This is an optimization exercise on Yosys and OpenROAD, whose aim is small area, a short achievable clock period and few clock cycles per item, not a production implementation. In this exercise RTL edits were held to simulation tests only and were not proved equivalent to the original. No activity file was given, so power comes from the tool's default toggle rates.

==> flow/design.v (outline; a module is shown in full before it is edited, if it fits) <==
// module srv_axis: 1092 lines
// module srv_mucs: 550 lines
module srv_axis (
    input  wire        clk,
    input  wire        rst,
    input  wire        start,
    output reg         ready,
    output reg         done,
    input  wire        y_valid,
    input  wire        loop_start,
    input  wire [31:0] r,
    input  wire [31:0] y,
    input  wire [31:0] ul,
    input  wire        bq1_en,
    input  wire        bq2_en,
    input  wire        ff_en,
    input  wire [31:0] kp,
    input  wire [31:0] ki,
    input  wire [31:0] kd,
    input  wire [4:0]  sh_kp,
    input  wire [4:0]  sh_ki,
    input  wire [4:0]  sh_kd,
    input  wire [30:0] ilim,
    input  wire [22:0] out_lim,
    input  wire [31:0] kvf,
    input  wire [31:0] kaf,
    input  wire [4:0]  sh_kvf,
    input  wire [4:0]  sh_kaf,
    input  wire [159:0] bq1_coef,
    input  wire [24:0]  bq1_shift,
    input  wire [159:0] bq2_coef,
    input  wire [24:0]  bq2_shift,
    input  wire [191:0] pm_coef,
    input  wire [29:0]  pm_shift,
    input  wire [31:0]  pm_rest,
    input  wire [23:0]  pm_tol,
    input  wire [7:0]   pm_count,
    output reg  [23:0] u,
    output wire [31:0] mon_e,
    output reg  [31:0] mon_i,
    output reg  [31:0] res,
    output reg         res_tested,
    output reg         arith_sat,
    output reg         i_sat,
    output reg         i_swap,
    output reg         out_sat,
    output reg         plaus
);
  // ...
==> flow/run.sh <==
#!/bin/bash
# synth_recipe.tcl (not shown) runs the flow's synth.tcl, then flattens the netlist and writes it again
# the make line also repeats each setting of config.mk as NAME=value (left out here)
make -C /OpenROAD-flow-scripts/flow DESIGN_CONFIG=/design/flow/config.mk WORK_HOME=/design/flow/orfs CLKGATE_MAP_FILE= SYNTH_SCRIPT=/design/flow/synth_recipe.tcl finish
==> flow/config.mk <==
export PLATFORM = sky130hd
export DESIGN_NAME = srv_axis
export DESIGN_NICKNAME = srv_axis
export VERILOG_FILES = /design/flow/design.v
export SDC_FILE = /design/flow/constraint.sdc
export NUM_CORES = 8
export LEC_CHECK = 0
export CAP_MARGIN = 40
export CORE_MARGIN = 2
export CORE_UTILIZATION = 30
export SLEW_MARGIN = 60
==> flow/constraint.sdc <==
create_clock -name core_clock -period 25.0 [get_ports {clk}]
set_input_delay 5.0000 -clock core_clock [delete_from_list [all_inputs] [get_ports {clk}]]
set_output_delay 5.0000 -clock core_clock [all_outputs]
set_load 0.01 [all_outputs]
==> flow_metrics.env, run 1 <==
export IMPL_status="timing/DRC/antenna clean"
export IMPL_viasPerCell=6.50
export IMPL_worstPathArrival_ns=2.66
export IMPL_fp_row_count=245
export IMPL_clock_sinks=1549
export IMPL_fin_crit_sh_pct=30.7
export IMPL_place_area_sq_um=155000
export IMPL_fmax_mhz=130
export IMPL_ant_nets=0
export IMPL_seq_power_mw=3.57
export IMPL_die_height_microns=673
export IMPL_fillers=45900
export IMPL_finalHoldViolCount=0
export IMPL_firstDrtPassIters=13
export IMPL_ctsHoldBuffers=0
export IMPL_startpoint_type="flip-flop"
export IMPL_grt_total_usage_pct=35.4
export IMPL_slowest_delay_ns=0.99
export IMPL_critPathKind="reg2out"
export IMPL_endpoint="res[31]"
export IMPL_wl_met2_mm=340
export IMPL_syn_to_final_growth_pct=21.4
export IMPL_crit_cells=1
export IMPL_synth_area_top_cells="dfxtp_1, fa_1, edfxtp_1, ha_1, a22oi_1"
export IMPL_design_area_sq_um=163000
export IMPL_clk_pin_slew_ns=0.07
export IMPL_cts_buffer_depth=4
export IMPL_nNonClkBuffers=1790
export IMPL_ir_drop_uv=90.0
export IMPL_synth_common_cells="nand2_1, clkbuf_1, a21oi_1"
export IMPL_power_share_clock_pct=15.8
export IMPL_synth_most_common_cell="nand2_1"
export IMPL_seq_share_pct=21.1
export IMPL_die_x_microns=673
export IMPL_finalCriticalPeriod_ns=7.66
export IMPL_p_switching_mw=10.2
export IMPL_p_sw_share_pct=53.6
export IMPL_cp_data_required_time_ns=20.00
export IMPL_synth_flop_cell="dfxtp_1"
Testbench counts, summed over its fixed seeds: cycles 26,969, steps 1,920.
==> run 2, diff against run 1 <==
--- a/flow/design.v
+++ b/flow/design.v
@@ -70,6 +70,7 @@
     reg [30:0] ilr;      
     reg [22:0] olr;
     reg [23:0] tlr;
+    reg [7:0]  pcr;
     reg        rst_r;    
     reg [32:0] cw;       
     wire [31:0] c = cw[31:0];
@@ -668,7 +669,8 @@
     wire [32:0] aop0  = hp0 ? {plo0[47], plo0[47:16]} : ka0 ? {2'b00, ql} : 33'd0;
     wire [47:0] mus0, muc0;
     srv_mucs mu_0 (.x(xop0), .win(win0), .A(aop0), .S(mus0), .C(muc0));
-    wire [47:0] cpa0  = ms0 + mc0;    
+    wire [47:0] cpa0;   
+    srv_ks48 cpa_0 (.a(ms0), .b(mc0), .ci(1'b0), .s(cpa0), .co());
     reg [31:0] cr1;
     reg [4:0]  cs1;
     reg [8:0] xs1;     
@@ -724,7 +726,8 @@
     wire [32:0] aop1  = hp1 ? {plo1[47], plo1[47:16]} : 33'd0;
     wire [47:0] mus1, muc1;
     srv_mucs mu_1 (.x(xop1), .win(win1), .A(aop1), .S(mus1), .C(muc1));
-    wire [47:0] cpa1  = ms1 + mc1;    
+    wire [47:0] cpa1;   
+    srv_ks48 cpa_1 (.a(ms1), .b(mc1), .ci(1'b0), .s(cpa1), .co());
     wire stall = (wide0 && !hp0) || (wide1 && !hp1);
     assign adv = run && !pre && !chg1 && !stall;
     reg        useq0, qop0;
@@ -786,7 +789,8 @@
     endfunction
     wire [28:0] pdn0 = pdec0(chg1 ? 6'd23 : slot0(vsel, p1t0));
     wire [35:0] pb0 = ({36{bs0[1]}} & acc0) | ({36{bs0[2]}} & acc1) | ({36{bs0[4]}} & {{4{wv[31]}}, wv}) | ({36{bs0[6]}} & {{4{mon_i[31]}}, mon_i}) | ({36{bs0[7]}} & {{4{qh[31]}}, qh}) | ({36{bs0[8]}} & {{3{cw[32]}}, cw}) | ({36{bs0[9]}} & {{2{wvw[33]}}, wvw});
-    wire [35:0] psum0 = pb0 + ({{3{msv0[32]}}, msv0} ^ {36{sub0}}) + {35'd0, sub0 ^ mrb0};
+    wire [35:0] psum0;
+    srv_ks36 padd_0 (.a(pb0), .b({{3{msv0[32]}}, msv0} ^ {36{sub0}}), .ci(sub0 ^ mrb0), .s(psum0), .co());
     wire        pso0  = !((&psum0[35:31]) || !(|psum0[35:31]));
     wire [31:0] psat0 = pso0 ? (psum0[35] ? 32'h80000000 : 32'h7fffffff) : psum0[31:0];
     wire        we0 = p2v0 && (|ds0) && !(gf0 && !ffon);
@@ -824,7 +828,8 @@
     endfunction
     wire [28:0] pdn1 = pdec1(slot1(vsel, p1t1));
     wire [35:0] pb1 = ({36{bs1[1]}} & acc0) | ({36{bs1[2]}} & acc1) | ({36{bs1[3]}} & {{4{mp[31]}}, mp}) | ({36{bs1[5]}} & {{4{ic[31]}}, ic}) | ({36{bs1[9]}} & {{2{wvw[33]}}, wvw}) | ({36{bs1[10]}} & {{4{sr[31]}}, sr});
-    wire [35:0] psum1 = pb1 + ({{3{msv1[32]}}, msv1} ^ {36{sub1}}) + {35'd0, sub1 ^ mrb1};
+    wire [35:0] psum1;
+    srv_ks36 padd_1 (.a(pb1), .b({{3{msv1[32]}}, msv1} ^ {36{sub1}}), .ci(sub1 ^ mrb1), .s(psum1), .co());
     wire        pso1  = !((&psum1[35:31]) || !(|psum1[35:31]));
     wire [31:0] psat1 = pso1 ? (psum1[35] ? 32'h80000000 : 32'h7fffffff) : psum1[31:0];
     wire        we1 = p2v1 && (|ds1) && !(gf1 && !ffon);
@@ -843,14 +848,19 @@
     reg  [4:0] aa;    
     reg  [2:0] ab;    
     reg        finr;
-    wire       a_add = aa[4];
-    wire [31:0] aA = ({32{aa[0] | aa[1]}} & sy) | ({32{aa[2]}} & sr) | ({32{aa[3] | aa[4]}} & mp);
+    reg  [2:0] asA;   
+    reg        asub, bsub;
+    reg  [3:0] bsA, bsB;
+    wire [31:0] aA = ({32{asA[0]}} & sy) | ({32{asA[1]}} & sr) | ({32{asA[2]}} & mp);
     wire [31:0] aB = ({32{aa[0]}} & mp) | ({32{aa[1]}} & ic) | ({32{aa[2]}} & rp) | ({32{aa[3]}} & sy) | ({32{aa[4]}} & wv);
-    wire [32:0] rA = sat33({aA[31], aA} + ({aB[31], aB} ^ {33{!a_add}}) + {32'd0, !a_add});
-    wire [31:0] bA = ({32{ab[0]}} & sr) | ({32{ab[1]}} & er) | ({32{ab[2]}} & vr) | ({32{ab == 3'd0}} & c);
-    wire [31:0] bB = ({32{ab[0]}} & sy) | ({32{ab[1]}} & ep) | ({32{ab[2]}} & vp) | ({32{ab == 3'd0 && ffon}} & sr);
-    wire        b_add = (ab == 3'd0);
-    wire [32:0] rB = sat33({bA[31], bA} + ({bB[31], bB} ^ {33{!b_add}}) + {32'd0, !b_add});
+    wire [32:0] sA;
+    srv_ks33 alua (.a({aA[31], aA}), .b({aB[31], aB} ^ {33{asub}}), .ci(asub), .s(sA), .co());
+    wire [32:0] rA = sat33(sA);
+    wire [31:0] bA = ({32{bsA[0]}} & sr) | ({32{bsA[1]}} & er) | ({32{bsA[2]}} & vr) | ({32{bsA[3]}} & c);
+    wire [31:0] bB = ({32{bsB[0]}} & sy) | ({32{bsB[1]}} & ep) | ({32{bsB[2]}} & vp) | ({32{bsB[3]}} & sr);
+    wire [32:0] sB;
+    srv_ks33 alub (.a({bA[31], bA}), .b({bB[31], bB} ^ {33{bsub}}), .ci(bsub), .s(sB), .co());
+    wire [32:0] rB = sat33(sB);
     function [4:0] onehotA;
         input [2:0] x;
         begin
@@ -883,6 +893,7 @@
         ilr <= ilim;
         olr <= out_lim;
         tlr <= pm_tol;
+        pcr <= pm_count;
         skr <= sh_ki;
         begin
             done <= 1'b0;
@@ -910,7 +921,12 @@
                 out_sat    <= 1'b0;
                 arith_sat  <= 1'b0;
                 aa         <= !y_valid ? 5'b10000 : loop_start ? 5'b00000 : 5'b00001;
+                asA        <= !y_valid ? 3'b100 : 3'b001;
+                asub       <= y_valid;
                 ab         <= !y_valid ? 3'b000 : 3'b001;
+                bsA        <= 4'b0001;
+                bsB        <= 4'b0001;
+                bsub       <= 1'b1;
                 finr       <= !y_valid;
             end
             if (go) begin
@@ -1029,8 +1045,19 @@
             end
             if (adv) begin
                 t <= t + 5'd1;
-                aa <= onehotA(aluA(vsel, t + 5'd1));
-                ab <= onehotB(aluB(vsel, t + 5'd1));
+                begin : nalu
+                    reg [4:0] na;
+                    reg [2:0] nb;
+                    na = onehotA(aluA(vsel, t + 5'd1));
+                    nb = onehotB(aluB(vsel, t + 5'd1));
+                    aa   <= na;
+                    asA  <= {na[3] | na[4], na[2], na[0] | na[1]};
+                    asub <= !na[4];
+                    ab   <= nb;
+                    bsA  <= {nb == 3'd0, nb[2], nb[1], nb[0]};
+                    bsB  <= {nb == 3'd0 && ffon, nb[2], nb[1], nb[0]};
+                    bsub <= (nb != 3'd0);
+                end
                 finr <= (t + 5'd1 == nst);
                 if (t == 5'd1) begin
                     sy <= ul;
@@ -1061,7 +1088,7 @@
                     run   <= 1'b0;
                     ready <= 1'b1;
                     done  <= 1'b1;
-                    plaus <= (pc >= pm_count);
+                    plaus <= (pc >= pcr);
                     if (!coast) begin
                         if (rB[32]) arith_sat <= 1'b1;
                         u       <= u_v;
@@ -1640,3 +1667,969 @@
   assign S = {1'b1, h_514, h_512, h_510, h_508, h_506, h_504, h_502, h_500, h_498, h_496, h_494, h_492, h_490, h_488, h_486, h_484, h_482, h_480, h_478, h_476, h_474, h_472, h_470, h_468, h_466, h_464, h_462, h_460, h_458, h_456, h_454, h_452, h_450, h_448, h_446, h_444, h_442, h_440, h_438, h_436, h_434, h_432, h_430, h_428, h_426, h_424, h_423};
   assign C = {1'b0, ~r7[32], h_513, h_511, h_509, h_507, h_505, h_503, h_501, h_499, h_497, h_495, h_493, h_491, h_489, h_487, h_485, h_483, h_481, h_479, h_477, h_475, h_473, h_471, h_469, h_467, h_465, h_463, h_461, h_459, h_457, h_455, h_453, h_451, h_449, h_447, h_445, h_443, h_441, h_439, h_437, h_435, h_433, h_431, h_429, h_427, h_425, A[0]};
 endmodule
+module srv_ks48 (input [47:0] a, input [47:0] b, input ci, output [47:0] s, output co);
+  wire [47:0] p0 = a ^ b;
+  wire [47:0] g0 = a & b;
+  wire kg1 = g0[0] | (p0[0] & ci);
+  wire kg2 = g0[1] | (p0[1] & g0[0]);
+  wire kp2 = p0[1] & p0[0];
+  wire kg3 = g0[2] | (p0[2] & g0[1]);
+  wire kp3 = p0[2] & p0[1];
+  wire kg4 = g0[3] | (p0[3] & g0[2]);
+  wire kp4 = p0[3] & p0[2];
+  wire kg5 = g0[4] | (p0[4] & g0[3]);
+  wire kp5 = p0[4] & p0[3];
+  wire kg6 = g0[5] | (p0[5] & g0[4]);
+  wire kp6 = p0[5] & p0[4];
+  wire kg7 = g0[6] | (p0[6] & g0[5]);
+  wire kp7 = p0[6] & p0[5];
+  wire kg8 = g0[7] | (p0[7] & g0[6]);
+  wire kp8 = p0[7] & p0[6];
+  wire kg9 = g0[8] | (p0[8] & g0[7]);
+  wire kp9 = p0[8] & p0[7];
+  wire kg10 = g0[9] | (p0[9] & g0[8]);
+  wire kp10 = p0[9] & p0[8];
+  wire kg11 = g0[10] | (p0[10] & g0[9]);
+  wire kp11 = p0[10] & p0[9];
+  wire kg12 = g0[11] | (p0[11] & g0[10]);
+  wire kp12 = p0[11] & p0[10];
+  wire kg13 = g0[12] | (p0[12] & g0[11]);
+  wire kp13 = p0[12] & p0[11];
+  wire kg14 = g0[13] | (p0[13] & g0[12]);
+  wire kp14 = p0[13] & p0[12];
+  wire kg15 = g0[14] | (p0[14] & g0[13]);
+  wire kp15 = p0[14] & p0[13];
+  wire kg16 = g0[15] | (p0[15] & g0[14]);
+  wire kp16 = p0[15] & p0[14];
+  wire kg17 = g0[16] | (p0[16] & g0[15]);
+  wire kp17 = p0[16] & p0[15];
+  wire kg18 = g0[17] | (p0[17] & g0[16]);
+  wire kp18 = p0[17] & p0[16];
+  wire kg19 = g0[18] | (p0[18] & g0[17]);
+  wire kp19 = p0[18] & p0[17];
+  wire kg20 = g0[19] | (p0[19] & g0[18]);
+  wire kp20 = p0[19] & p0[18];
+  wire kg21 = g0[20] | (p0[20] & g0[19]);
+  wire kp21 = p0[20] & p0[19];
+  wire kg22 = g0[21] | (p0[21] & g0[20]);
+  wire kp22 = p0[21] & p0[20];
+  wire kg23 = g0[22] | (p0[22] & g0[21]);
+  wire kp23 = p0[22] & p0[21];
+  wire kg24 = g0[23] | (p0[23] & g0[22]);
+  wire kp24 = p0[23] & p0[22];
+  wire kg25 = g0[24] | (p0[24] & g0[23]);
+  wire kp25 = p0[24] & p0[23];
+  wire kg26 = g0[25] | (p0[25] & g0[24]);
+  wire kp26 = p0[25] & p0[24];
+  wire kg27 = g0[26] | (p0[26] & g0[25]);
+  wire kp27 = p0[26] & p0[25];
+  wire kg28 = g0[27] | (p0[27] & g0[26]);
+  wire kp28 = p0[27] & p0[26];
+  wire kg29 = g0[28] | (p0[28] & g0[27]);
+  wire kp29 = p0[28] & p0[27];
+  wire kg30 = g0[29] | (p0[29] & g0[28]);
+  wire kp30 = p0[29] & p0[28];
+  wire kg31 = g0[30] | (p0[30] & g0[29]);
+  wire kp31 = p0[30] & p0[29];
+  wire kg32 = g0[31] | (p0[31] & g0[30]);
+  wire kp32 = p0[31] & p0[30];
+  wire kg33 = g0[32] | (p0[32] & g0[31]);
+  wire kp33 = p0[32] & p0[31];
+  wire kg34 = g0[33] | (p0[33] & g0[32]);
+  wire kp34 = p0[33] & p0[32];
+  wire kg35 = g0[34] | (p0[34] & g0[33]);
+  wire kp35 = p0[34] & p0[33];
+  wire kg36 = g0[35] | (p0[35] & g0[34]);
+  wire kp36 = p0[35] & p0[34];
+  wire kg37 = g0[36] | (p0[36] & g0[35]);
+  wire kp37 = p0[36] & p0[35];
+  wire kg38 = g0[37] | (p0[37] & g0[36]);
+  wire kp38 = p0[37] & p0[36];
+  wire kg39 = g0[38] | (p0[38] & g0[37]);
+  wire kp39 = p0[38] & p0[37];
+  wire kg40 = g0[39] | (p0[39] & g0[38]);
+  wire kp40 = p0[39] & p0[38];
+  wire kg41 = g0[40] | (p0[40] & g0[39]);
+  wire kp41 = p0[40] & p0[39];
+  wire kg42 = g0[41] | (p0[41] & g0[40]);
+  wire kp42 = p0[41] & p0[40];
+  wire kg43 = g0[42] | (p0[42] & g0[41]);
+  wire kp43 = p0[42] & p0[41];
+  wire kg44 = g0[43] | (p0[43] & g0[42]);
+  wire kp44 = p0[43] & p0[42];
+  wire kg45 = g0[44] | (p0[44] & g0[43]);
+  wire kp45 = p0[44] & p0[43];
+  wire kg46 = g0[45] | (p0[45] & g0[44]);
+  wire kp46 = p0[45] & p0[44];
+  wire kg47 = g0[46] | (p0[46] & g0[45]);
+  wire kp47 = p0[46] & p0[45];
+  wire kg48 = g0[47] | (p0[47] & g0[46]);
+  wire kp48 = p0[47] & p0[46];
+  wire kg49 = kg2 | (kp2 & ci);
+  wire kg50 = kg3 | (kp3 & kg1);
+  wire kg51 = kg4 | (kp4 & kg2);
+  wire kp51 = kp4 & kp2;
+  wire kg52 = kg5 | (kp5 & kg3);
+  wire kp52 = kp5 & kp3;
+  wire kg53 = kg6 | (kp6 & kg4);
+  wire kp53 = kp6 & kp4;
+  wire kg54 = kg7 | (kp7 & kg5);
+  wire kp54 = kp7 & kp5;
+  wire kg55 = kg8 | (kp8 & kg6);
+  wire kp55 = kp8 & kp6;
+  wire kg56 = kg9 | (kp9 & kg7);
+  wire kp56 = kp9 & kp7;
+  wire kg57 = kg10 | (kp10 & kg8);
+  wire kp57 = kp10 & kp8;
+  wire kg58 = kg11 | (kp11 & kg9);
+  wire kp58 = kp11 & kp9;
+  wire kg59 = kg12 | (kp12 & kg10);
+  wire kp59 = kp12 & kp10;
+  wire kg60 = kg13 | (kp13 & kg11);
+  wire kp60 = kp13 & kp11;
+  wire kg61 = kg14 | (kp14 & kg12);
+  wire kp61 = kp14 & kp12;
+  wire kg62 = kg15 | (kp15 & kg13);
+  wire kp62 = kp15 & kp13;
+  wire kg63 = kg16 | (kp16 & kg14);
+  wire kp63 = kp16 & kp14;
+  wire kg64 = kg17 | (kp17 & kg15);
+  wire kp64 = kp17 & kp15;
+  wire kg65 = kg18 | (kp18 & kg16);
+  wire kp65 = kp18 & kp16;
+  wire kg66 = kg19 | (kp19 & kg17);
+  wire kp66 = kp19 & kp17;
+  wire kg67 = kg20 | (kp20 & kg18);
+  wire kp67 = kp20 & kp18;
+  wire kg68 = kg21 | (kp21 & kg19);
+  wire kp68 = kp21 & kp19;
+  wire kg69 = kg22 | (kp22 & kg20);
+  wire kp69 = kp22 & kp20;
+  wire kg70 = kg23 | (kp23 & kg21);
+  wire kp70 = kp23 & kp21;
+  wire kg71 = kg24 | (kp24 & kg22);
+  wire kp71 = kp24 & kp22;
+  wire kg72 = kg25 | (kp25 & kg23);
+  wire kp72 = kp25 & kp23;
+  wire kg73 = kg26 | (kp26 & kg24);
+  wire kp73 = kp26 & kp24;
+  wire kg74 = kg27 | (kp27 & kg25);
+  wire kp74 = kp27 & kp25;
+  wire kg75 = kg28 | (kp28 & kg26);
+  wire kp75 = kp28 & kp26;
+  wire kg76 = kg29 | (kp29 & kg27);
+  wire kp76 = kp29 & kp27;
+  wire kg77 = kg30 | (kp30 & kg28);
+  wire kp77 = kp30 & kp28;
+  wire kg78 = kg31 | (kp31 & kg29);
+  wire kp78 = kp31 & kp29;
+  wire kg79 = kg32 | (kp32 & kg30);
+  wire kp79 = kp32 & kp30;
+  wire kg80 = kg33 | (kp33 & kg31);
+  wire kp80 = kp33 & kp31;
+  wire kg81 = kg34 | (kp34 & kg32);
+  wire kp81 = kp34 & kp32;
+  wire kg82 = kg35 | (kp35 & kg33);
+  wire kp82 = kp35 & kp33;
+  wire kg83 = kg36 | (kp36 & kg34);
+  wire kp83 = kp36 & kp34;
+  wire kg84 = kg37 | (kp37 & kg35);
+  wire kp84 = kp37 & kp35;
+  wire kg85 = kg38 | (kp38 & kg36);
+  wire kp85 = kp38 & kp36;
+  wire kg86 = kg39 | (kp39 & kg37);
+  wire kp86 = kp39 & kp37;
+  wire kg87 = kg40 | (kp40 & kg38);
+  wire kp87 = kp40 & kp38;
+  wire kg88 = kg41 | (kp41 & kg39);
+  wire kp88 = kp41 & kp39;
+  wire kg89 = kg42 | (kp42 & kg40);
+  wire kp89 = kp42 & kp40;
+  wire kg90 = kg43 | (kp43 & kg41);
+  wire kp90 = kp43 & kp41;
+  wire kg91 = kg44 | (kp44 & kg42);
+  wire kp91 = kp44 & kp42;
+  wire kg92 = kg45 | (kp45 & kg43);
+  wire kp92 = kp45 & kp43;
+  wire kg93 = kg46 | (kp46 & kg44);
+  wire kp93 = kp46 & kp44;
+  wire kg94 = kg47 | (kp47 & kg45);
+  wire kp94 = kp47 & kp45;
+  wire kg95 = kg48 | (kp48 & kg46);
+  wire kp95 = kp48 & kp46;
+  wire kg96 = kg51 | (kp51 & ci);
+  wire kg97 = kg52 | (kp52 & kg1);
+  wire kg98 = kg53 | (kp53 & kg49);
+  wire kg99 = kg54 | (kp54 & kg50);
+  wire kg100 = kg55 | (kp55 & kg51);
+  wire kp100 = kp55 & kp51;
+  wire kg101 = kg56 | (kp56 & kg52);
+  wire kp101 = kp56 & kp52;
+  wire kg102 = kg57 | (kp57 & kg53);
+  wire kp102 = kp57 & kp53;
+  wire kg103 = kg58 | (kp58 & kg54);
+  wire kp103 = kp58 & kp54;
+  wire kg104 = kg59 | (kp59 & kg55);
+  wire kp104 = kp59 & kp55;
+  wire kg105 = kg60 | (kp60 & kg56);
+  wire kp105 = kp60 & kp56;
+  wire kg106 = kg61 | (kp61 & kg57);
+  wire kp106 = kp61 & kp57;
+  wire kg107 = kg62 | (kp62 & kg58);
+  wire kp107 = kp62 & kp58;
+  wire kg108 = kg63 | (kp63 & kg59);
+  wire kp108 = kp63 & kp59;
+  wire kg109 = kg64 | (kp64 & kg60);
+  wire kp109 = kp64 & kp60;
+  wire kg110 = kg65 | (kp65 & kg61);
+  wire kp110 = kp65 & kp61;
+  wire kg111 = kg66 | (kp66 & kg62);
+  wire kp111 = kp66 & kp62;
+  wire kg112 = kg67 | (kp67 & kg63);
+  wire kp112 = kp67 & kp63;
+  wire kg113 = kg68 | (kp68 & kg64);
+  wire kp113 = kp68 & kp64;
+  wire kg114 = kg69 | (kp69 & kg65);
+  wire kp114 = kp69 & kp65;
+  wire kg115 = kg70 | (kp70 & kg66);
+  wire kp115 = kp70 & kp66;
+  wire kg116 = kg71 | (kp71 & kg67);
+  wire kp116 = kp71 & kp67;
+  wire kg117 = kg72 | (kp72 & kg68);
+  wire kp117 = kp72 & kp68;
+  wire kg118 = kg73 | (kp73 & kg69);
+  wire kp118 = kp73 & kp69;
+  wire kg119 = kg74 | (kp74 & kg70);
+  wire kp119 = kp74 & kp70;
+  wire kg120 = kg75 | (kp75 & kg71);
+  wire kp120 = kp75 & kp71;
+  wire kg121 = kg76 | (kp76 & kg72);
+  wire kp121 = kp76 & kp72;
+  wire kg122 = kg77 | (kp77 & kg73);
+  wire kp122 = kp77 & kp73;
+  wire kg123 = kg78 | (kp78 & kg74);
+  wire kp123 = kp78 & kp74;
+  wire kg124 = kg79 | (kp79 & kg75);
+  wire kp124 = kp79 & kp75;
+  wire kg125 = kg80 | (kp80 & kg76);
+  wire kp125 = kp80 & kp76;
+  wire kg126 = kg81 | (kp81 & kg77);
+  wire kp126 = kp81 & kp77;
+  wire kg127 = kg82 | (kp82 & kg78);
+  wire kp127 = kp82 & kp78;
+  wire kg128 = kg83 | (kp83 & kg79);
+  wire kp128 = kp83 & kp79;
+  wire kg129 = kg84 | (kp84 & kg80);
+  wire kp129 = kp84 & kp80;
+  wire kg130 = kg85 | (kp85 & kg81);
+  wire kp130 = kp85 & kp81;
+  wire kg131 = kg86 | (kp86 & kg82);
+  wire kp131 = kp86 & kp82;
+  wire kg132 = kg87 | (kp87 & kg83);
+  wire kp132 = kp87 & kp83;
+  wire kg133 = kg88 | (kp88 & kg84);
+  wire kp133 = kp88 & kp84;
+  wire kg134 = kg89 | (kp89 & kg85);
+  wire kp134 = kp89 & kp85;
+  wire kg135 = kg90 | (kp90 & kg86);
+  wire kp135 = kp90 & kp86;
+  wire kg136 = kg91 | (kp91 & kg87);
+  wire kp136 = kp91 & kp87;
+  wire kg137 = kg92 | (kp92 & kg88);
+  wire kp137 = kp92 & kp88;
+  wire kg138 = kg93 | (kp93 & kg89);
+  wire kp138 = kp93 & kp89;
+  wire kg139 = kg94 | (kp94 & kg90);
+  wire kp139 = kp94 & kp90;
+  wire kg140 = kg95 | (kp95 & kg91);
+  wire kp140 = kp95 & kp91;
+  wire kg141 = kg100 | (kp100 & ci);
+  wire kg142 = kg101 | (kp101 & kg1);
+  wire kg143 = kg102 | (kp102 & kg49);
+  wire kg144 = kg103 | (kp103 & kg50);
+  wire kg145 = kg104 | (kp104 & kg96);
+  wire kg146 = kg105 | (kp105 & kg97);
+  wire kg147 = kg106 | (kp106 & kg98);
+  wire kg148 = kg107 | (kp107 & kg99);
+  wire kg149 = kg108 | (kp108 & kg100);
+  wire kp149 = kp108 & kp100;
+  wire kg150 = kg109 | (kp109 & kg101);
+  wire kp150 = kp109 & kp101;
+  wire kg151 = kg110 | (kp110 & kg102);
+  wire kp151 = kp110 & kp102;
+  wire kg152 = kg111 | (kp111 & kg103);
+  wire kp152 = kp111 & kp103;
+  wire kg153 = kg112 | (kp112 & kg104);
+  wire kp153 = kp112 & kp104;
+  wire kg154 = kg113 | (kp113 & kg105);
+  wire kp154 = kp113 & kp105;
+  wire kg155 = kg114 | (kp114 & kg106);
+  wire kp155 = kp114 & kp106;
+  wire kg156 = kg115 | (kp115 & kg107);
+  wire kp156 = kp115 & kp107;
+  wire kg157 = kg116 | (kp116 & kg108);
+  wire kp157 = kp116 & kp108;
+  wire kg158 = kg117 | (kp117 & kg109);
+  wire kp158 = kp117 & kp109;
+  wire kg159 = kg118 | (kp118 & kg110);
+  wire kp159 = kp118 & kp110;
+  wire kg160 = kg119 | (kp119 & kg111);
+  wire kp160 = kp119 & kp111;
+  wire kg161 = kg120 | (kp120 & kg112);
+  wire kp161 = kp120 & kp112;
+  wire kg162 = kg121 | (kp121 & kg113);
+  wire kp162 = kp121 & kp113;
+  wire kg163 = kg122 | (kp122 & kg114);
+  wire kp163 = kp122 & kp114;
+  wire kg164 = kg123 | (kp123 & kg115);
+  wire kp164 = kp123 & kp115;
+  wire kg165 = kg124 | (kp124 & kg116);
+  wire kp165 = kp124 & kp116;
+  wire kg166 = kg125 | (kp125 & kg117);
+  wire kp166 = kp125 & kp117;
+  wire kg167 = kg126 | (kp126 & kg118);
+  wire kp167 = kp126 & kp118;
+  wire kg168 = kg127 | (kp127 & kg119);
+  wire kp168 = kp127 & kp119;
+  wire kg169 = kg128 | (kp128 & kg120);
+  wire kp169 = kp128 & kp120;
+  wire kg170 = kg129 | (kp129 & kg121);
+  wire kp170 = kp129 & kp121;
+  wire kg171 = kg130 | (kp130 & kg122);
+  wire kp171 = kp130 & kp122;
+  wire kg172 = kg131 | (kp131 & kg123);
+  wire kp172 = kp131 & kp123;
+  wire kg173 = kg132 | (kp132 & kg124);
+  wire kp173 = kp132 & kp124;
+  wire kg174 = kg133 | (kp133 & kg125);
+  wire kp174 = kp133 & kp125;
+  wire kg175 = kg134 | (kp134 & kg126);
+  wire kp175 = kp134 & kp126;
+  wire kg176 = kg135 | (kp135 & kg127);
+  wire kp176 = kp135 & kp127;
+  wire kg177 = kg136 | (kp136 & kg128);
+  wire kp177 = kp136 & kp128;
+  wire kg178 = kg137 | (kp137 & kg129);
+  wire kp178 = kp137 & kp129;
+  wire kg179 = kg138 | (kp138 & kg130);
+  wire kp179 = kp138 & kp130;
+  wire kg180 = kg139 | (kp139 & kg131);
+  wire kp180 = kp139 & kp131;
+  wire kg181 = kg140 | (kp140 & kg132);
+  wire kp181 = kp140 & kp132;
+  wire kg182 = kg149 | (kp149 & ci);
+  wire kg183 = kg150 | (kp150 & kg1);
+  wire kg184 = kg151 | (kp151 & kg49);
+  wire kg185 = kg152 | (kp152 & kg50);
+  wire kg186 = kg153 | (kp153 & kg96);
+  wire kg187 = kg154 | (kp154 & kg97);
+  wire kg188 = kg155 | (kp155 & kg98);
+  wire kg189 = kg156 | (kp156 & kg99);
+  wire kg190 = kg157 | (kp157 & kg141);
+  wire kg191 = kg158 | (kp158 & kg142);
+  wire kg192 = kg159 | (kp159 & kg143);
+  wire kg193 = kg160 | (kp160 & kg144);
+  wire kg194 = kg161 | (kp161 & kg145);
+  wire kg195 = kg162 | (kp162 & kg146);
+  wire kg196 = kg163 | (kp163 & kg147);
+  wire kg197 = kg164 | (kp164 & kg148);
+  wire kg198 = kg165 | (kp165 & kg149);
+  wire kp198 = kp165 & kp149;
+  wire kg199 = kg166 | (kp166 & kg150);
+  wire kp199 = kp166 & kp150;
+  wire kg200 = kg167 | (kp167 & kg151);
+  wire kp200 = kp167 & kp151;
+  wire kg201 = kg168 | (kp168 & kg152);
+  wire kp201 = kp168 & kp152;
+  wire kg202 = kg169 | (kp169 & kg153);
+  wire kp202 = kp169 & kp153;
+  wire kg203 = kg170 | (kp170 & kg154);
+  wire kp203 = kp170 & kp154;
+  wire kg204 = kg171 | (kp171 & kg155);
+  wire kp204 = kp171 & kp155;
+  wire kg205 = kg172 | (kp172 & kg156);
+  wire kp205 = kp172 & kp156;
+  wire kg206 = kg173 | (kp173 & kg157);
+  wire kp206 = kp173 & kp157;
+  wire kg207 = kg174 | (kp174 & kg158);
+  wire kp207 = kp174 & kp158;
+  wire kg208 = kg175 | (kp175 & kg159);
+  wire kp208 = kp175 & kp159;
+  wire kg209 = kg176 | (kp176 & kg160);
+  wire kp209 = kp176 & kp160;
+  wire kg210 = kg177 | (kp177 & kg161);
+  wire kp210 = kp177 & kp161;
+  wire kg211 = kg178 | (kp178 & kg162);
+  wire kp211 = kp178 & kp162;
+  wire kg212 = kg179 | (kp179 & kg163);
+  wire kp212 = kp179 & kp163;
+  wire kg213 = kg180 | (kp180 & kg164);
+  wire kp213 = kp180 & kp164;
+  wire kg214 = kg181 | (kp181 & kg165);
+  wire kp214 = kp181 & kp165;
+  wire kg215 = kg198 | (kp198 & ci);
+  wire kg216 = kg199 | (kp199 & kg1);
+  wire kg217 = kg200 | (kp200 & kg49);
+  wire kg218 = kg201 | (kp201 & kg50);
+  wire kg219 = kg202 | (kp202 & kg96);
+  wire kg220 = kg203 | (kp203 & kg97);
+  wire kg221 = kg204 | (kp204 & kg98);
+  wire kg222 = kg205 | (kp205 & kg99);
+  wire kg223 = kg206 | (kp206 & kg141);
+  wire kg224 = kg207 | (kp207 & kg142);
+  wire kg225 = kg208 | (kp208 & kg143);
+  wire kg226 = kg209 | (kp209 & kg144);
+  wire kg227 = kg210 | (kp210 & kg145);
+  wire kg228 = kg211 | (kp211 & kg146);
+  wire kg229 = kg212 | (kp212 & kg147);
+  wire kg230 = kg213 | (kp213 & kg148);
+  wire kg231 = kg214 | (kp214 & kg182);
+  wire [47:0] cc = {kg230, kg229, kg228, kg227, kg226, kg225, kg224, kg223, kg222, kg221, kg220, kg219, kg218, kg217, kg216, kg215, kg197, kg196, kg195, kg194, kg193, kg192, kg191, kg190, kg189, kg188, kg187, kg186, kg185, kg184, kg183, kg182, kg148, kg147, kg146, kg145, kg144, kg143, kg142, kg141, kg99, kg98, kg97, kg96, kg50, kg49, kg1, ci};
+  assign s = p0 ^ cc;
+  assign co = kg231;
+endmodule
+module srv_ks36 (input [35:0] a, input [35:0] b, input ci, output [35:0] s, output co);
+  wire [35:0] p0 = a ^ b;
+  wire [35:0] g0 = a & b;
+  wire kg1 = g0[0] | (p0[0] & ci);
+  wire kg2 = g0[1] | (p0[1] & g0[0]);
+  wire kp2 = p0[1] & p0[0];
+  wire kg3 = g0[2] | (p0[2] & g0[1]);
+  wire kp3 = p0[2] & p0[1];
+  wire kg4 = g0[3] | (p0[3] & g0[2]);
+  wire kp4 = p0[3] & p0[2];
+  wire kg5 = g0[4] | (p0[4] & g0[3]);
+  wire kp5 = p0[4] & p0[3];
+  wire kg6 = g0[5] | (p0[5] & g0[4]);
+  wire kp6 = p0[5] & p0[4];
+  wire kg7 = g0[6] | (p0[6] & g0[5]);
+  wire kp7 = p0[6] & p0[5];
+  wire kg8 = g0[7] | (p0[7] & g0[6]);
+  wire kp8 = p0[7] & p0[6];
+  wire kg9 = g0[8] | (p0[8] & g0[7]);
+  wire kp9 = p0[8] & p0[7];
+  wire kg10 = g0[9] | (p0[9] & g0[8]);
+  wire kp10 = p0[9] & p0[8];
+  wire kg11 = g0[10] | (p0[10] & g0[9]);
+  wire kp11 = p0[10] & p0[9];
+  wire kg12 = g0[11] | (p0[11] & g0[10]);
+  wire kp12 = p0[11] & p0[10];
+  wire kg13 = g0[12] | (p0[12] & g0[11]);
+  wire kp13 = p0[12] & p0[11];
+  wire kg14 = g0[13] | (p0[13] & g0[12]);
+  wire kp14 = p0[13] & p0[12];
+  wire kg15 = g0[14] | (p0[14] & g0[13]);
+  wire kp15 = p0[14] & p0[13];
+  wire kg16 = g0[15] | (p0[15] & g0[14]);
+  wire kp16 = p0[15] & p0[14];
+  wire kg17 = g0[16] | (p0[16] & g0[15]);
+  wire kp17 = p0[16] & p0[15];
+  wire kg18 = g0[17] | (p0[17] & g0[16]);
+  wire kp18 = p0[17] & p0[16];
+  wire kg19 = g0[18] | (p0[18] & g0[17]);
+  wire kp19 = p0[18] & p0[17];
+  wire kg20 = g0[19] | (p0[19] & g0[18]);
+  wire kp20 = p0[19] & p0[18];
+  wire kg21 = g0[20] | (p0[20] & g0[19]);
+  wire kp21 = p0[20] & p0[19];
+  wire kg22 = g0[21] | (p0[21] & g0[20]);
+  wire kp22 = p0[21] & p0[20];
+  wire kg23 = g0[22] | (p0[22] & g0[21]);
+  wire kp23 = p0[22] & p0[21];
+  wire kg24 = g0[23] | (p0[23] & g0[22]);
+  wire kp24 = p0[23] & p0[22];
+  wire kg25 = g0[24] | (p0[24] & g0[23]);
+  wire kp25 = p0[24] & p0[23];
+  wire kg26 = g0[25] | (p0[25] & g0[24]);
+  wire kp26 = p0[25] & p0[24];
+  wire kg27 = g0[26] | (p0[26] & g0[25]);
+  wire kp27 = p0[26] & p0[25];
+  wire kg28 = g0[27] | (p0[27] & g0[26]);
+  wire kp28 = p0[27] & p0[26];
+  wire kg29 = g0[28] | (p0[28] & g0[27]);
+  wire kp29 = p0[28] & p0[27];
+  wire kg30 = g0[29] | (p0[29] & g0[28]);
+  wire kp30 = p0[29] & p0[28];
+  wire kg31 = g0[30] | (p0[30] & g0[29]);
+  wire kp31 = p0[30] & p0[29];
+  wire kg32 = g0[31] | (p0[31] & g0[30]);
+  wire kp32 = p0[31] & p0[30];
+  wire kg33 = g0[32] | (p0[32] & g0[31]);
+  wire kp33 = p0[32] & p0[31];
+  wire kg34 = g0[33] | (p0[33] & g0[32]);
+  wire kp34 = p0[33] & p0[32];
+  wire kg35 = g0[34] | (p0[34] & g0[33]);
+  wire kp35 = p0[34] & p0[33];
+  wire kg36 = g0[35] | (p0[35] & g0[34]);
+  wire kp36 = p0[35] & p0[34];
+  wire kg37 = kg2 | (kp2 & ci);
+  wire kg38 = kg3 | (kp3 & kg1);
+  wire kg39 = kg4 | (kp4 & kg2);
+  wire kp39 = kp4 & kp2;
+  wire kg40 = kg5 | (kp5 & kg3);
+  wire kp40 = kp5 & kp3;
+  wire kg41 = kg6 | (kp6 & kg4);
+  wire kp41 = kp6 & kp4;
+  wire kg42 = kg7 | (kp7 & kg5);
+  wire kp42 = kp7 & kp5;
+  wire kg43 = kg8 | (kp8 & kg6);
+  wire kp43 = kp8 & kp6;
+  wire kg44 = kg9 | (kp9 & kg7);
+  wire kp44 = kp9 & kp7;
+  wire kg45 = kg10 | (kp10 & kg8);
+  wire kp45 = kp10 & kp8;
+  wire kg46 = kg11 | (kp11 & kg9);
+  wire kp46 = kp11 & kp9;
+  wire kg47 = kg12 | (kp12 & kg10);
+  wire kp47 = kp12 & kp10;
+  wire kg48 = kg13 | (kp13 & kg11);
+  wire kp48 = kp13 & kp11;
+  wire kg49 = kg14 | (kp14 & kg12);
+  wire kp49 = kp14 & kp12;
+  wire kg50 = kg15 | (kp15 & kg13);
+  wire kp50 = kp15 & kp13;
+  wire kg51 = kg16 | (kp16 & kg14);
+  wire kp51 = kp16 & kp14;
+  wire kg52 = kg17 | (kp17 & kg15);
+  wire kp52 = kp17 & kp15;
+  wire kg53 = kg18 | (kp18 & kg16);
+  wire kp53 = kp18 & kp16;
+  wire kg54 = kg19 | (kp19 & kg17);
+  wire kp54 = kp19 & kp17;
+  wire kg55 = kg20 | (kp20 & kg18);
+  wire kp55 = kp20 & kp18;
+  wire kg56 = kg21 | (kp21 & kg19);
+  wire kp56 = kp21 & kp19;
+  wire kg57 = kg22 | (kp22 & kg20);
+  wire kp57 = kp22 & kp20;
+  wire kg58 = kg23 | (kp23 & kg21);
+  wire kp58 = kp23 & kp21;
+  wire kg59 = kg24 | (kp24 & kg22);
+  wire kp59 = kp24 & kp22;
+  wire kg60 = kg25 | (kp25 & kg23);
+  wire kp60 = kp25 & kp23;
+  wire kg61 = kg26 | (kp26 & kg24);
+  wire kp61 = kp26 & kp24;
+  wire kg62 = kg27 | (kp27 & kg25);
+  wire kp62 = kp27 & kp25;
+  wire kg63 = kg28 | (kp28 & kg26);
+  wire kp63 = kp28 & kp26;
+  wire kg64 = kg29 | (kp29 & kg27);
+  wire kp64 = kp29 & kp27;
+  wire kg65 = kg30 | (kp30 & kg28);
+  wire kp65 = kp30 & kp28;
+  wire kg66 = kg31 | (kp31 & kg29);
+  wire kp66 = kp31 & kp29;
+  wire kg67 = kg32 | (kp32 & kg30);
+  wire kp67 = kp32 & kp30;
+  wire kg68 = kg33 | (kp33 & kg31);
+  wire kp68 = kp33 & kp31;
+  wire kg69 = kg34 | (kp34 & kg32);
+  wire kp69 = kp34 & kp32;
+  wire kg70 = kg35 | (kp35 & kg33);
+  wire kp70 = kp35 & kp33;
+  wire kg71 = kg36 | (kp36 & kg34);
+  wire kp71 = kp36 & kp34;
+  wire kg72 = kg39 | (kp39 & ci);
+  wire kg73 = kg40 | (kp40 & kg1);
+  wire kg74 = kg41 | (kp41 & kg37);
+  wire kg75 = kg42 | (kp42 & kg38);
+  wire kg76 = kg43 | (kp43 & kg39);
+  wire kp76 = kp43 & kp39;
+  wire kg77 = kg44 | (kp44 & kg40);
+  wire kp77 = kp44 & kp40;
+  wire kg78 = kg45 | (kp45 & kg41);
+  wire kp78 = kp45 & kp41;
+  wire kg79 = kg46 | (kp46 & kg42);
+  wire kp79 = kp46 & kp42;
+  wire kg80 = kg47 | (kp47 & kg43);
+  wire kp80 = kp47 & kp43;
+  wire kg81 = kg48 | (kp48 & kg44);
+  wire kp81 = kp48 & kp44;
+  wire kg82 = kg49 | (kp49 & kg45);
+  wire kp82 = kp49 & kp45;
+  wire kg83 = kg50 | (kp50 & kg46);
+  wire kp83 = kp50 & kp46;
+  wire kg84 = kg51 | (kp51 & kg47);
+  wire kp84 = kp51 & kp47;
+  wire kg85 = kg52 | (kp52 & kg48);
+  wire kp85 = kp52 & kp48;
+  wire kg86 = kg53 | (kp53 & kg49);
+  wire kp86 = kp53 & kp49;
+  wire kg87 = kg54 | (kp54 & kg50);
+  wire kp87 = kp54 & kp50;
+  wire kg88 = kg55 | (kp55 & kg51);
+  wire kp88 = kp55 & kp51;
+  wire kg89 = kg56 | (kp56 & kg52);
+  wire kp89 = kp56 & kp52;
+  wire kg90 = kg57 | (kp57 & kg53);
+  wire kp90 = kp57 & kp53;
+  wire kg91 = kg58 | (kp58 & kg54);
+  wire kp91 = kp58 & kp54;
+  wire kg92 = kg59 | (kp59 & kg55);
+  wire kp92 = kp59 & kp55;
+  wire kg93 = kg60 | (kp60 & kg56);
+  wire kp93 = kp60 & kp56;
+  wire kg94 = kg61 | (kp61 & kg57);
+  wire kp94 = kp61 & kp57;
+  wire kg95 = kg62 | (kp62 & kg58);
+  wire kp95 = kp62 & kp58;
+  wire kg96 = kg63 | (kp63 & kg59);
+  wire kp96 = kp63 & kp59;
+  wire kg97 = kg64 | (kp64 & kg60);
+  wire kp97 = kp64 & kp60;
+  wire kg98 = kg65 | (kp65 & kg61);
+  wire kp98 = kp65 & kp61;
+  wire kg99 = kg66 | (kp66 & kg62);
+  wire kp99 = kp66 & kp62;
+  wire kg100 = kg67 | (kp67 & kg63);
+  wire kp100 = kp67 & kp63;
+  wire kg101 = kg68 | (kp68 & kg64);
+  wire kp101 = kp68 & kp64;
+  wire kg102 = kg69 | (kp69 & kg65);
+  wire kp102 = kp69 & kp65;
+  wire kg103 = kg70 | (kp70 & kg66);
+  wire kp103 = kp70 & kp66;
+  wire kg104 = kg71 | (kp71 & kg67);
+  wire kp104 = kp71 & kp67;
+  wire kg105 = kg76 | (kp76 & ci);
+  wire kg106 = kg77 | (kp77 & kg1);
+  wire kg107 = kg78 | (kp78 & kg37);
+  wire kg108 = kg79 | (kp79 & kg38);
+  wire kg109 = kg80 | (kp80 & kg72);
+  wire kg110 = kg81 | (kp81 & kg73);
+  wire kg111 = kg82 | (kp82 & kg74);
+  wire kg112 = kg83 | (kp83 & kg75);
+  wire kg113 = kg84 | (kp84 & kg76);
+  wire kp113 = kp84 & kp76;
+  wire kg114 = kg85 | (kp85 & kg77);
+  wire kp114 = kp85 & kp77;
+  wire kg115 = kg86 | (kp86 & kg78);
+  wire kp115 = kp86 & kp78;
+  wire kg116 = kg87 | (kp87 & kg79);
+  wire kp116 = kp87 & kp79;
+  wire kg117 = kg88 | (kp88 & kg80);
+  wire kp117 = kp88 & kp80;
+  wire kg118 = kg89 | (kp89 & kg81);
+  wire kp118 = kp89 & kp81;
+  wire kg119 = kg90 | (kp90 & kg82);
+  wire kp119 = kp90 & kp82;
+  wire kg120 = kg91 | (kp91 & kg83);
+  wire kp120 = kp91 & kp83;
+  wire kg121 = kg92 | (kp92 & kg84);
+  wire kp121 = kp92 & kp84;
+  wire kg122 = kg93 | (kp93 & kg85);
+  wire kp122 = kp93 & kp85;
+  wire kg123 = kg94 | (kp94 & kg86);
+  wire kp123 = kp94 & kp86;
+  wire kg124 = kg95 | (kp95 & kg87);
+  wire kp124 = kp95 & kp87;
+  wire kg125 = kg96 | (kp96 & kg88);
+  wire kp125 = kp96 & kp88;
+  wire kg126 = kg97 | (kp97 & kg89);
+  wire kp126 = kp97 & kp89;
+  wire kg127 = kg98 | (kp98 & kg90);
+  wire kp127 = kp98 & kp90;
+  wire kg128 = kg99 | (kp99 & kg91);
+  wire kp128 = kp99 & kp91;
+  wire kg129 = kg100 | (kp100 & kg92);
+  wire kp129 = kp100 & kp92;
+  wire kg130 = kg101 | (kp101 & kg93);
+  wire kp130 = kp101 & kp93;
+  wire kg131 = kg102 | (kp102 & kg94);
+  wire kp131 = kp102 & kp94;
+  wire kg132 = kg103 | (kp103 & kg95);
+  wire kp132 = kp103 & kp95;
+  wire kg133 = kg104 | (kp104 & kg96);
+  wire kp133 = kp104 & kp96;
+  wire kg134 = kg113 | (kp113 & ci);
+  wire kg135 = kg114 | (kp114 & kg1);
+  wire kg136 = kg115 | (kp115 & kg37);
+  wire kg137 = kg116 | (kp116 & kg38);
+  wire kg138 = kg117 | (kp117 & kg72);
+  wire kg139 = kg118 | (kp118 & kg73);
+  wire kg140 = kg119 | (kp119 & kg74);
+  wire kg141 = kg120 | (kp120 & kg75);
+  wire kg142 = kg121 | (kp121 & kg105);
+  wire kg143 = kg122 | (kp122 & kg106);
+  wire kg144 = kg123 | (kp123 & kg107);
+  wire kg145 = kg124 | (kp124 & kg108);
+  wire kg146 = kg125 | (kp125 & kg109);
+  wire kg147 = kg126 | (kp126 & kg110);
+  wire kg148 = kg127 | (kp127 & kg111);
+  wire kg149 = kg128 | (kp128 & kg112);
+  wire kg150 = kg129 | (kp129 & kg113);
+  wire kp150 = kp129 & kp113;
+  wire kg151 = kg130 | (kp130 & kg114);
+  wire kp151 = kp130 & kp114;
+  wire kg152 = kg131 | (kp131 & kg115);
+  wire kp152 = kp131 & kp115;
+  wire kg153 = kg132 | (kp132 & kg116);
+  wire kp153 = kp132 & kp116;
+  wire kg154 = kg133 | (kp133 & kg117);
+  wire kp154 = kp133 & kp117;
+  wire kg155 = kg150 | (kp150 & ci);
+  wire kg156 = kg151 | (kp151 & kg1);
+  wire kg157 = kg152 | (kp152 & kg37);
+  wire kg158 = kg153 | (kp153 & kg38);
+  wire kg159 = kg154 | (kp154 & kg72);
+  wire [35:0] cc = {kg158, kg157, kg156, kg155, kg149, kg148, kg147, kg146, kg145, kg144, kg143, kg142, kg141, kg140, kg139, kg138, kg137, kg136, kg135, kg134, kg112, kg111, kg110, kg109, kg108, kg107, kg106, kg105, kg75, kg74, kg73, kg72, kg38, kg37, kg1, ci};
+  assign s = p0 ^ cc;
+  assign co = kg159;
+endmodule
+module srv_ks33 (input [32:0] a, input [32:0] b, input ci, output [32:0] s, output co);
+  wire [32:0] p0 = a ^ b;
+  wire [32:0] g0 = a & b;
+  wire kg1 = g0[0] | (p0[0] & ci);
+  wire kg2 = g0[1] | (p0[1] & g0[0]);
+  wire kp2 = p0[1] & p0[0];
+  wire kg3 = g0[2] | (p0[2] & g0[1]);
+  wire kp3 = p0[2] & p0[1];
+  wire kg4 = g0[3] | (p0[3] & g0[2]);
+  wire kp4 = p0[3] & p0[2];
+  wire kg5 = g0[4] | (p0[4] & g0[3]);
+  wire kp5 = p0[4] & p0[3];
+  wire kg6 = g0[5] | (p0[5] & g0[4]);
+  wire kp6 = p0[5] & p0[4];
+  wire kg7 = g0[6] | (p0[6] & g0[5]);
+  wire kp7 = p0[6] & p0[5];
+  wire kg8 = g0[7] | (p0[7] & g0[6]);
+  wire kp8 = p0[7] & p0[6];
+  wire kg9 = g0[8] | (p0[8] & g0[7]);
+  wire kp9 = p0[8] & p0[7];
+  wire kg10 = g0[9] | (p0[9] & g0[8]);
+  wire kp10 = p0[9] & p0[8];
+  wire kg11 = g0[10] | (p0[10] & g0[9]);
+  wire kp11 = p0[10] & p0[9];
+  wire kg12 = g0[11] | (p0[11] & g0[10]);
+  wire kp12 = p0[11] & p0[10];
+  wire kg13 = g0[12] | (p0[12] & g0[11]);
+  wire kp13 = p0[12] & p0[11];
+  wire kg14 = g0[13] | (p0[13] & g0[12]);
+  wire kp14 = p0[13] & p0[12];
+  wire kg15 = g0[14] | (p0[14] & g0[13]);
+  wire kp15 = p0[14] & p0[13];
+  wire kg16 = g0[15] | (p0[15] & g0[14]);
+  wire kp16 = p0[15] & p0[14];
+  wire kg17 = g0[16] | (p0[16] & g0[15]);
+  wire kp17 = p0[16] & p0[15];
+  wire kg18 = g0[17] | (p0[17] & g0[16]);
+  wire kp18 = p0[17] & p0[16];
+  wire kg19 = g0[18] | (p0[18] & g0[17]);
+  wire kp19 = p0[18] & p0[17];
+  wire kg20 = g0[19] | (p0[19] & g0[18]);
+  wire kp20 = p0[19] & p0[18];
+  wire kg21 = g0[20] | (p0[20] & g0[19]);
+  wire kp21 = p0[20] & p0[19];
+  wire kg22 = g0[21] | (p0[21] & g0[20]);
+  wire kp22 = p0[21] & p0[20];
+  wire kg23 = g0[22] | (p0[22] & g0[21]);
+  wire kp23 = p0[22] & p0[21];
+  wire kg24 = g0[23] | (p0[23] & g0[22]);
+  wire kp24 = p0[23] & p0[22];
+  wire kg25 = g0[24] | (p0[24] & g0[23]);
+  wire kp25 = p0[24] & p0[23];
+  wire kg26 = g0[25] | (p0[25] & g0[24]);
+  wire kp26 = p0[25] & p0[24];
+  wire kg27 = g0[26] | (p0[26] & g0[25]);
+  wire kp27 = p0[26] & p0[25];
+  wire kg28 = g0[27] | (p0[27] & g0[26]);
+  wire kp28 = p0[27] & p0[26];
+  wire kg29 = g0[28] | (p0[28] & g0[27]);
+  wire kp29 = p0[28] & p0[27];
+  wire kg30 = g0[29] | (p0[29] & g0[28]);
+  wire kp30 = p0[29] & p0[28];
+  wire kg31 = g0[30] | (p0[30] & g0[29]);
+  wire kp31 = p0[30] & p0[29];
+  wire kg32 = g0[31] | (p0[31] & g0[30]);
+  wire kp32 = p0[31] & p0[30];
+  wire kg33 = g0[32] | (p0[32] & g0[31]);
+  wire kp33 = p0[32] & p0[31];
+  wire kg34 = kg2 | (kp2 & ci);
+  wire kg35 = kg3 | (kp3 & kg1);
+  wire kg36 = kg4 | (kp4 & kg2);
+  wire kp36 = kp4 & kp2;
+  wire kg37 = kg5 | (kp5 & kg3);
+  wire kp37 = kp5 & kp3;
+  wire kg38 = kg6 | (kp6 & kg4);
+  wire kp38 = kp6 & kp4;
+  wire kg39 = kg7 | (kp7 & kg5);
+  wire kp39 = kp7 & kp5;
+  wire kg40 = kg8 | (kp8 & kg6);
+  wire kp40 = kp8 & kp6;
+  wire kg41 = kg9 | (kp9 & kg7);
+  wire kp41 = kp9 & kp7;
+  wire kg42 = kg10 | (kp10 & kg8);
+  wire kp42 = kp10 & kp8;
+  wire kg43 = kg11 | (kp11 & kg9);
+  wire kp43 = kp11 & kp9;
+  wire kg44 = kg12 | (kp12 & kg10);
+  wire kp44 = kp12 & kp10;
+  wire kg45 = kg13 | (kp13 & kg11);
+  wire kp45 = kp13 & kp11;
+  wire kg46 = kg14 | (kp14 & kg12);
+  wire kp46 = kp14 & kp12;
+  wire kg47 = kg15 | (kp15 & kg13);
+  wire kp47 = kp15 & kp13;
+  wire kg48 = kg16 | (kp16 & kg14);
+  wire kp48 = kp16 & kp14;
+  wire kg49 = kg17 | (kp17 & kg15);
+  wire kp49 = kp17 & kp15;
+  wire kg50 = kg18 | (kp18 & kg16);
+  wire kp50 = kp18 & kp16;
+  wire kg51 = kg19 | (kp19 & kg17);
+  wire kp51 = kp19 & kp17;
+  wire kg52 = kg20 | (kp20 & kg18);
+  wire kp52 = kp20 & kp18;
+  wire kg53 = kg21 | (kp21 & kg19);
+  wire kp53 = kp21 & kp19;
+  wire kg54 = kg22 | (kp22 & kg20);
+  wire kp54 = kp22 & kp20;
+  wire kg55 = kg23 | (kp23 & kg21);
+  wire kp55 = kp23 & kp21;
+  wire kg56 = kg24 | (kp24 & kg22);
+  wire kp56 = kp24 & kp22;
+  wire kg57 = kg25 | (kp25 & kg23);
+  wire kp57 = kp25 & kp23;
+  wire kg58 = kg26 | (kp26 & kg24);
+  wire kp58 = kp26 & kp24;
+  wire kg59 = kg27 | (kp27 & kg25);
+  wire kp59 = kp27 & kp25;
+  wire kg60 = kg28 | (kp28 & kg26);
+  wire kp60 = kp28 & kp26;
+  wire kg61 = kg29 | (kp29 & kg27);
+  wire kp61 = kp29 & kp27;
+  wire kg62 = kg30 | (kp30 & kg28);
+  wire kp62 = kp30 & kp28;
+  wire kg63 = kg31 | (kp31 & kg29);
+  wire kp63 = kp31 & kp29;
+  wire kg64 = kg32 | (kp32 & kg30);
+  wire kp64 = kp32 & kp30;
+  wire kg65 = kg33 | (kp33 & kg31);
+  wire kp65 = kp33 & kp31;
+  wire kg66 = kg36 | (kp36 & ci);
+  wire kg67 = kg37 | (kp37 & kg1);
+  wire kg68 = kg38 | (kp38 & kg34);
+  wire kg69 = kg39 | (kp39 & kg35);
+  wire kg70 = kg40 | (kp40 & kg36);
+  wire kp70 = kp40 & kp36;
+  wire kg71 = kg41 | (kp41 & kg37);
+  wire kp71 = kp41 & kp37;
+  wire kg72 = kg42 | (kp42 & kg38);
+  wire kp72 = kp42 & kp38;
+  wire kg73 = kg43 | (kp43 & kg39);
+  wire kp73 = kp43 & kp39;
+  wire kg74 = kg44 | (kp44 & kg40);
+  wire kp74 = kp44 & kp40;
+  wire kg75 = kg45 | (kp45 & kg41);
+  wire kp75 = kp45 & kp41;
+  wire kg76 = kg46 | (kp46 & kg42);
+  wire kp76 = kp46 & kp42;
+  wire kg77 = kg47 | (kp47 & kg43);
+  wire kp77 = kp47 & kp43;
+  wire kg78 = kg48 | (kp48 & kg44);
+  wire kp78 = kp48 & kp44;
+  wire kg79 = kg49 | (kp49 & kg45);
+  wire kp79 = kp49 & kp45;
+  wire kg80 = kg50 | (kp50 & kg46);
+  wire kp80 = kp50 & kp46;
+  wire kg81 = kg51 | (kp51 & kg47);
+  wire kp81 = kp51 & kp47;
+  wire kg82 = kg52 | (kp52 & kg48);
+  wire kp82 = kp52 & kp48;
+  wire kg83 = kg53 | (kp53 & kg49);
+  wire kp83 = kp53 & kp49;
+  wire kg84 = kg54 | (kp54 & kg50);
+  wire kp84 = kp54 & kp50;
+  wire kg85 = kg55 | (kp55 & kg51);
+  wire kp85 = kp55 & kp51;
+  wire kg86 = kg56 | (kp56 & kg52);
+  wire kp86 = kp56 & kp52;
+  wire kg87 = kg57 | (kp57 & kg53);
+  wire kp87 = kp57 & kp53;
+  wire kg88 = kg58 | (kp58 & kg54);
+  wire kp88 = kp58 & kp54;
+  wire kg89 = kg59 | (kp59 & kg55);
+  wire kp89 = kp59 & kp55;
+  wire kg90 = kg60 | (kp60 & kg56);
+  wire kp90 = kp60 & kp56;
+  wire kg91 = kg61 | (kp61 & kg57);
+  wire kp91 = kp61 & kp57;
+  wire kg92 = kg62 | (kp62 & kg58);
+  wire kp92 = kp62 & kp58;
+  wire kg93 = kg63 | (kp63 & kg59);
+  wire kp93 = kp63 & kp59;
+  wire kg94 = kg64 | (kp64 & kg60);
+  wire kp94 = kp64 & kp60;
+  wire kg95 = kg65 | (kp65 & kg61);
+  wire kp95 = kp65 & kp61;
+  wire kg96 = kg70 | (kp70 & ci);
+  wire kg97 = kg71 | (kp71 & kg1);
+  wire kg98 = kg72 | (kp72 & kg34);
+  wire kg99 = kg73 | (kp73 & kg35);
+  wire kg100 = kg74 | (kp74 & kg66);
+  wire kg101 = kg75 | (kp75 & kg67);
+  wire kg102 = kg76 | (kp76 & kg68);
+  wire kg103 = kg77 | (kp77 & kg69);
+  wire kg104 = kg78 | (kp78 & kg70);
+  wire kp104 = kp78 & kp70;
+  wire kg105 = kg79 | (kp79 & kg71);
+  wire kp105 = kp79 & kp71;
+  wire kg106 = kg80 | (kp80 & kg72);
+  wire kp106 = kp80 & kp72;
+  wire kg107 = kg81 | (kp81 & kg73);
+  wire kp107 = kp81 & kp73;
+  wire kg108 = kg82 | (kp82 & kg74);
+  wire kp108 = kp82 & kp74;
+  wire kg109 = kg83 | (kp83 & kg75);
+  wire kp109 = kp83 & kp75;
+  wire kg110 = kg84 | (kp84 & kg76);
+  wire kp110 = kp84 & kp76;
+  wire kg111 = kg85 | (kp85 & kg77);
+  wire kp111 = kp85 & kp77;
+  wire kg112 = kg86 | (kp86 & kg78);
+  wire kp112 = kp86 & kp78;
+  wire kg113 = kg87 | (kp87 & kg79);
+  wire kp113 = kp87 & kp79;
+  wire kg114 = kg88 | (kp88 & kg80);
+  wire kp114 = kp88 & kp80;
+  wire kg115 = kg89 | (kp89 & kg81);
+  wire kp115 = kp89 & kp81;
+  wire kg116 = kg90 | (kp90 & kg82);
+  wire kp116 = kp90 & kp82;
+  wire kg117 = kg91 | (kp91 & kg83);
+  wire kp117 = kp91 & kp83;
+  wire kg118 = kg92 | (kp92 & kg84);
+  wire kp118 = kp92 & kp84;
+  wire kg119 = kg93 | (kp93 & kg85);
+  wire kp119 = kp93 & kp85;
+  wire kg120 = kg94 | (kp94 & kg86);
+  wire kp120 = kp94 & kp86;
+  wire kg121 = kg95 | (kp95 & kg87);
+  wire kp121 = kp95 & kp87;
+  wire kg122 = kg104 | (kp104 & ci);
+  wire kg123 = kg105 | (kp105 & kg1);
+  wire kg124 = kg106 | (kp106 & kg34);
+  wire kg125 = kg107 | (kp107 & kg35);
+  wire kg126 = kg108 | (kp108 & kg66);
+  wire kg127 = kg109 | (kp109 & kg67);
+  wire kg128 = kg110 | (kp110 & kg68);
+  wire kg129 = kg111 | (kp111 & kg69);
+  wire kg130 = kg112 | (kp112 & kg96);
+  wire kg131 = kg113 | (kp113 & kg97);
+  wire kg132 = kg114 | (kp114 & kg98);
+  wire kg133 = kg115 | (kp115 & kg99);
+  wire kg134 = kg116 | (kp116 & kg100);
+  wire kg135 = kg117 | (kp117 & kg101);
+  wire kg136 = kg118 | (kp118 & kg102);
+  wire kg137 = kg119 | (kp119 & kg103);
+  wire kg138 = kg120 | (kp120 & kg104);
+  wire kp138 = kp120 & kp104;
+  wire kg139 = kg121 | (kp121 & kg105);
+  wire kp139 = kp121 & kp105;
+  wire kg140 = kg138 | (kp138 & ci);
+  wire kg141 = kg139 | (kp139 & kg1);
+  wire [32:0] cc = {kg140, kg137, kg136, kg135, kg134, kg133, kg132, kg131, kg130, kg129, kg128, kg127, kg126, kg125, kg124, kg123, kg122, kg103, kg102, kg101, kg100, kg99, kg98, kg97, kg96, kg69, kg68, kg67, kg66, kg35, kg34, kg1, ci};
+  assign s = p0 ^ cc;
+  assign co = kg141;
+endmodule
==> run 2 against run 1 <==
First-iteration DRC count grew 11%. Sequential cell count increased by 15. Via count rose by 4.4%. Hold slack worse by 0.0095 ns. Global-route usage grew 2.6 points. Cell area is 2.1% higher. Synthesized area increased by 1.3%. Sequential power rose by 4%. Register-to-register slack better by 0.54 ns. Synthesized cell count grew 1.6%. Critical path type unchanged.
==> flow_metrics.env, run 2 <==
export IMPL_ys_ff_latch=1564
export IMPL_fin_crit_sh_pct=30.3
export IMPL_synth_area_top_cells="dfxtp_1, fa_1, edfxtp_1, a22oi_1, ha_1"
export IMPL_tightest_slew_ns=0.721
export IMPL_io_buffers=1126
export IMPL_clock_sinks=1564
export IMPL_drcViolationCount=0
export IMPL_synthArstFlopShare_pct=0
export IMPL_hpwl_mm=699
export IMPL_hp_class="reg2reg"
export IMPL_place_area_sq_um=158000
export IMPL_design_area_sq_um=166000
export IMPL_cp_data_required_time_ns=20.00
export IMPL_syn_num_nets=18900
export IMPL_viasPerCell=6.65
export IMPL_status="timing/DRC/antenna clean"
export IMPL_fmax_mhz=132
export IMPL_slowest_delay_ns=0.76
export IMPL_clk_latency_ns=1.11
export IMPL_path_cells="clkdlybuf4s50_1"
export IMPL_relSlewSlack_pct=51.9
export IMPL_final_cell_mix="nand2_1, o21ai_0, dfxtp_1"
export IMPL_finalHoldViolCount=0
export IMPL_cts_tree="yes"
export IMPL_numCtsBuffers=197
export IMPL_worstPathArrival_ns=2.57
export IMPL_drive_gt1_share_pct=11.2
export IMPL_ctsHoldBuffers=0
export IMPL_worst_setup_path_end_kind="output port"
export IMPL_worst_path_buf_inv=1
export IMPL_final_util_pct=36.8
export IMPL_syn_area_sq_um=136000
export IMPL_synth_common_cells="nand2_1, clkbuf_1, dfxtp_1"
export IMPL_ant_nets=0
export IMPL_firstDrtPassIters=12
export IMPL_slew_viol_final=0
export IMPL_setup_viol=0
export IMPL_rsz0062_at_grt="no"
export IMPL_die_height_microns=677
export IMPL_p_leak_nw=63.3
export IMPL_fin_nets=19500
export IMPL_ys_types=112
export IMPL_startpoint_type="flip-flop"
export IMPL_grt_first_pass_wirelength_mm=1230
export IMPL_reg_largest_list="plo0 x48, plo1 x48"
export IMPL_io_pin_count=1127
export IMPL_grt_ovfl_total=0
export IMPL_start_util_pct=30.1
export IMPL_cts_buffer_depth=4
export IMPL_routed_wl_mm=915
export IMPL_tns_ns=0
export IMPL_path_delay_family="flip-flops"
export IMPL_postCtsSetupRepairBufs=0
export IMPL_ctsResizeCount=0
export IMPL_via_count=158000
export IMPL_wire_per_inst_microns=38.6
export IMPL_grt_total_usage_pct=37.9
export IMPL_grt_max_degree=89
export IMPL_synth_most_common_cell="nand2_1"
export IMPL_multi_input_area_sq_um=95400
export IMPL_ir_drop_uv=90.4
export IMPL_dr_first_iter_drc_count=27600
export IMPL_yosys_area_top_type_share_pct=18.1
export IMPL_syn_avg_cell_area_sq_um=8.06
export IMPL_ys_warn_count=1
export IMPL_gp_congestion=1.08
export IMPL_cp_max_fo=5
export IMPL_synth_top_area_cell="dfxtp_1"
export IMPL_skew_ns=0.154
export IMPL_antenna_found_initial=175
export IMPL_critPathKind="reg2out"
export IMPL_p_total_mw=20.8
export IMPL_finalCriticalPeriod_ns=7.57
export IMPL_die_area_sq_um=458000
export IMPL_syn_to_final_growth_pct=22.4
export IMPL_syn_inst=16900
export IMPL_ff_latch_area_sq_um=34800
export IMPL_critPathSlowestCell="edfxtp_1"
export IMPL_h_tree_depth=4
export IMPL_die_x_microns=677
export IMPL_cts_root_buffer="clkbuf_16"
export IMPL_layout_commonest_cell="nand2_1"
export IMPL_fillers=46700
export IMPL_clk_pin_slew_ns=0.06
export IMPL_p_per_area_nw_per_um2=125
export IMPL_fp_row_count=247
export IMPL_synth_edf_count=336
export IMPL_grt_pass1_vias=144000
export IMPL_cap_viol_max_count=0
export IMPL_core_area_sq_um=452000
export IMPL_yosysSeqAreaShare_pct=25.5
export IMPL_synth_flop_cell="dfxtp_1"
run 2: worst paths after layout:
| kind | end | slack, ns | depth (start not counted) | from |
|---|---|---|---|---|
| max | res[3] | 17.43 | 1 | res[3] |
| min | mc0[0] | 0.43 | 2 | plo0[16] |
| max reg2reg | u[14] | 18.02 | 21 | bsB[2] |
| min reg2reg | mc0[0] | 0.43 | 2 | plo0[16] |
run 2: through the flow:
stage	worst slack, ns	hold WS (ns)	std cells
final	17.43	0.432	23700
after CTS	17.54	0.433	23600
after floorplan	19.10	0.408	16900
after global placement	17.03	0.412	23100
after global routing	17.54	0.442	23600
after detailed placement	17.79	0.419	23200
run 2: area by class of cell:
cell class                 instances  share of cell area (%)
clock buffer                     255                    3.32
sequential                      1564                    20.9
timing repair buffer            1882                    10.5
clock inverter                   111                   0.858
antenna                          147                   0.221
multi-input combinational      12800                    57.3
inverter                        1018                    2.31
tap                             5976                    4.50
run 2: metal layers:
layer | track usage, % | up-vias | share of wire (%)
li1 | - | 64500 | -
met1 | 43.2 | 76800 | 34
met2 | 54.5 | 13100 | 41
met3 | 16.0 | 3457 | 14
met4 | 32.6 | 106 | 11
met5 | 0.187 | - | 0.10
run 2: cells by family (layout without fill, tap and decap cells):
| group | after synthesis | count (layout) | share of synthesized area (%) |
|---|---|---|---|
| AO/OA/AOI/OAI | 6286 | 6286 | 31.6 |
| XOR/XNOR | 683 | 683 | 4.41 |
| adder cells (fa/ha/maj) | 1110 | 1110 | 13.1 |
| buffers and inverters | 2514 | 3266 | 6.99 |
| flip-flops | 1564 | 1564 | 25.5 |
| multiplexers | 527 | 527 | 4.18 |
| other | 0 | 147 | 0 |
| AND/OR/NAND/NOR | 4187 | 4187 | 14.3 |
run 2: power breakdown:
part           leakage, nW  switching, mW  internal (mW)
combinational         46.7           9.54           4.31
sequential            13.2          0.529           3.17
clock                 3.39           1.39           1.82
total                 63.3           11.5           9.30
Testbench counts of run 2, summed over its fixed seeds: cycles 26,969, steps 1,920.
